Background: an optimization exercise with open tools, aiming at small area. Do not read the settings as production practice.

// fil_nchan
module fil_nchan (
    input             clk,
    input             rst,           
    input      [8:0]  cfg_d,         
    input      [3:0]  cfg_shift1,    
    input      [6:0]  cfg_taps,      
    input      [3:0]  cfg_dfir,      
    input      [4:0]  cfg_shift2,    
    input      [1:0]  cfg_msel,      
    input             coef_we,
    input      [5:0]  coef_addr,
    input      [23:0] coef_wdata,
    input             bs_valid,
    input             bs_bit,
    output reg        out_valid,
    output reg [23:0] out_data,
    output reg        out_sat1,
    output reg        out_sat2
);
clock: 15.0 ns
lec_check: 0
abc_area: 1
cap_margin: 20
core_margin: 2
core_utilization: 50
gpl_routability_driven: 1
slew_margin: 20
run.sh (not shown) runs the stock make flow with config.mk's settings and CLKGATE_MAP_FILE= SYNTH_SCRIPT=/design/flow/synth_recipe.tcl, a recipe that flattens the netlist after the stock synthesis.
The baseline finished but failed the layout checks on setup timing.
Change:
--- a/flow/design.v
+++ b/flow/design.v
@@ -14,32 +14,37 @@
     input             bs_bit,
     output reg        out_valid,
     output reg [23:0] out_data,
     output reg        out_sat1,
     output reg        out_sat2
 );
     integer i;
     reg  [25:0] int1, int2, int3, int3_d, comb1_d, comb2_d;
     reg  [8:0]  dcnt;
+    reg         bv, bb;              
+    always @(posedge clk) begin
+        bv <= bs_valid && !rst;
+        bb <= bs_bit;
+    end
     wire [25:0] int1_n, int2_n, int3_n, comb1_n, comb2_n, comb3_n;
     wire        dlast = (dcnt == cfg_d);
-    fil_nchan_radd #(26) u_i1 (.a(int1), .b({{25{~bs_bit}}, 1'b1}), .cin(1'b0), .s(int1_n), .cout());
+    fil_nchan_radd #(26) u_i1 (.a(int1), .b({{25{~bb}}, 1'b1}), .cin(1'b0), .s(int1_n), .cout());
     fil_nchan_radd #(26) u_i2 (.a(int2), .b(int1_n), .cin(1'b0), .s(int2_n), .cout());
     fil_nchan_radd #(26) u_i3 (.a(int3), .b(int2_n), .cin(1'b0), .s(int3_n), .cout());
     fil_nchan_radd #(26) u_c1 (.a(int3_n),  .b(~int3_d),  .cin(1'b1), .s(comb1_n), .cout());
     fil_nchan_radd #(26) u_c2 (.a(comb1_n), .b(~comb1_d), .cin(1'b1), .s(comb2_n), .cout());
     fil_nchan_radd #(26) u_c3 (.a(comb2_n), .b(~comb2_d), .cin(1'b1), .s(comb3_n), .cout());
     always @(posedge clk) begin
         if (rst) begin
             int1 <= 0; int2 <= 0; int3 <= 0;
             int3_d <= 0; comb1_d <= 0; comb2_d <= 0;
             dcnt <= 9'd1;
-        end else if (bs_valid) begin
+        end else if (bv) begin
             int1 <= int1_n;
             int2 <= int2_n;
             int3 <= int3_n;
             if (dlast) begin
                 dcnt    <= 9'd1;
                 int3_d  <= int3_n;
                 comb1_d <= comb1_n;
                 comb2_d <= comb2_n;
             end else begin
@@ -49,31 +54,31 @@
     end
     reg  [25:0] sy;
     reg         s1ing;               
     reg  [3:0]  s1c;                 
     reg         sv;                  
     wire [25:0] sy_inc = sy + 26'd1;
     wire        sat1 = (sy[25:23] != 3'b000) && (sy[25:23] != 3'b111);
     wire [23:0] xnew = sat1 ? {sy[25], {23{~sy[25]}}} : sy[23:0];
     always @(posedge clk) begin
-        if (bs_valid && dlast && !rst)
+        if (bv && dlast && !rst)
             sy <= comb3_n;
         else if (s1ing)
             sy <= (s1c == 4'd0) ? {sy_inc[25], sy_inc[25:1]} : {sy[25], sy[25:1]};
     end
     always @(posedge clk) begin
         if (rst) begin
             s1ing <= 1'b0;
             s1c   <= 0;
             sv    <= 1'b0;
         end else begin
             sv <= 1'b0;
-            if (bs_valid && dlast) begin
+            if (bv && dlast) begin
                 if (cfg_shift1 == 0)
                     sv <= 1'b1;
                 else begin
                     s1ing <= 1'b1;
                     s1c   <= cfg_shift1 - 4'd1;
                 end
             end else if (s1ing) begin
                 if (s1c == 4'd0) begin
                     s1ing <= 1'b0;
@@ -96,19 +101,22 @@
     reg  [23:0] xq [0:63];
     reg  [23:0] xe;                  
     reg         busy;                
     reg  [5:0]  pc;
     reg  [5:0]  nv;                  
     reg  [3:0]  fcnt;
     reg         outp;                
     reg  [6:0]  sage;                
     wire        pass = sv | busy;
-    wire [23:0] w    = (ph == 6'd0) ? xnew : xe;
+    reg         ph0;                 
+    wire [23:0] w    = ph0 ? xnew : xe;
+    always @(posedge clk)
+        ph0 <= (ph == 6'd63);
     always @(posedge clk) begin
         xe <= xq[63];
         for (i = 1; i < 64; i = i + 1)
             xq[i] <= xq[i-1];
         xq[0] <= pass ? w : xq[63];
     end
     always @(posedge clk) begin
         if (rst) begin
             busy <= 1'b0;
@@ -136,38 +144,42 @@
                 pc <= pc + 6'd1;
                 if (pc == 6'd63) begin
                     busy <= 1'b0;
                     if (nv != 6'd63)
                         nv <= nv + 6'd1;
                 end
             end
         end
     end
-    wire        ten  = pass && ({1'b0, ph} < cfg_taps) && (ph <= nv);
+    reg         tin;
+    wire [5:0]  ph1  = ph + 6'd1;
+    always @(posedge clk)
+        tin <= ({1'b0, ph1} < cfg_taps) && (ph1 <= nv);
+    wire        ten  = pass && tin;
     wire [23:0] mx   = ten ? w : 24'd0;
     reg  [53:0] acc;
     reg         shing;
     reg  [4:0]  sc;
     reg         s2go;
     reg         fsat;                
     wire        rnd   = shing && (sc == 5'd0);
     wire [53:0] accin = sv ? 54'd0 : acc;
     wire [53:0] ra, rb;
     wire [26:0] slo, shi0;
     wire        clo;
     fil_nchan_mac u_mac (.acc(accin), .c(~cq[63]), .x(mx), .cin(rnd), .ra(ra), .rb(rb));
     fil_nchan_radd #(27) u_lo (.a(ra[26:0]),  .b(rb[26:0]),  .cin(1'b0), .s(slo),  .cout(clo));
     fil_nchan_radd #(27) u_hi (.a(ra[53:27]), .b(rb[53:27]), .cin(1'b0), .s(shi0), .cout());
     reg  [26:0] hcar;
     always @(*) begin
         hcar[0] = clo;
         for (i = 1; i < 27; i = i + 1)
-            hcar[i] = hcar[i-1] & shi0[i-1];
+            hcar[i] = clo & (&(shi0 | ~((27'd1 << i) - 27'd1)));
     end
     wire [53:0] sum = {shi0 ^ hcar, slo};
     always @(posedge clk) begin
         if (shing && sc >= 5'd2)
             acc <= {{2{sum[53]}}, sum[53:2]};
         else if (shing)
             acc <= {sum[53], sum[53:1]};
         else
             acc <= sum;
What happened: This time the run completed without violations. Wire length shrinks slightly. Setup slack gains 1.8 ns. Utilization shrinks by 0.71 points. Sequential share of layout area drops by 0.42 points. Global-route usage decreases by 0.93 points. Critical path depth shrinks by 22.
Function was not checked in any run of this note: the RTL went through the layout flow alone.

static timing again, ports no longer ideal:
In the flow no input, the clock included, has a driving cell. The finished layouts below were timed again as built, in two steps.
Step 1 (the two cells are an assumption about what drives the block):
set clk [get_ports {clk}]
set_driving_cell -lib_cell sky130_fd_sc_hd__clkbuf_16 $clk
set_driving_cell -lib_cell sky130_fd_sc_hd__buf_2 [delete_from_list [all_inputs] $clk]
Step 2 also shifts input and output timing later by t, the mid clock arrival at the registers, as if the neighbouring blocks saw the same clock.
Three values: ideal, step 1, step 2; two values: the first two.
run	shift t [ns]	setup WS [ns]	worst setup path at the end
the first run	1.022	-1.388 / -1.357 / -2.379	input to register
the second run	1.016	0.388 / 0.388 / 0.388	register to register
The setup slack of the first run, which loses most, moves by +0.031 ns with the drivers and by -0.991 ns with both steps.
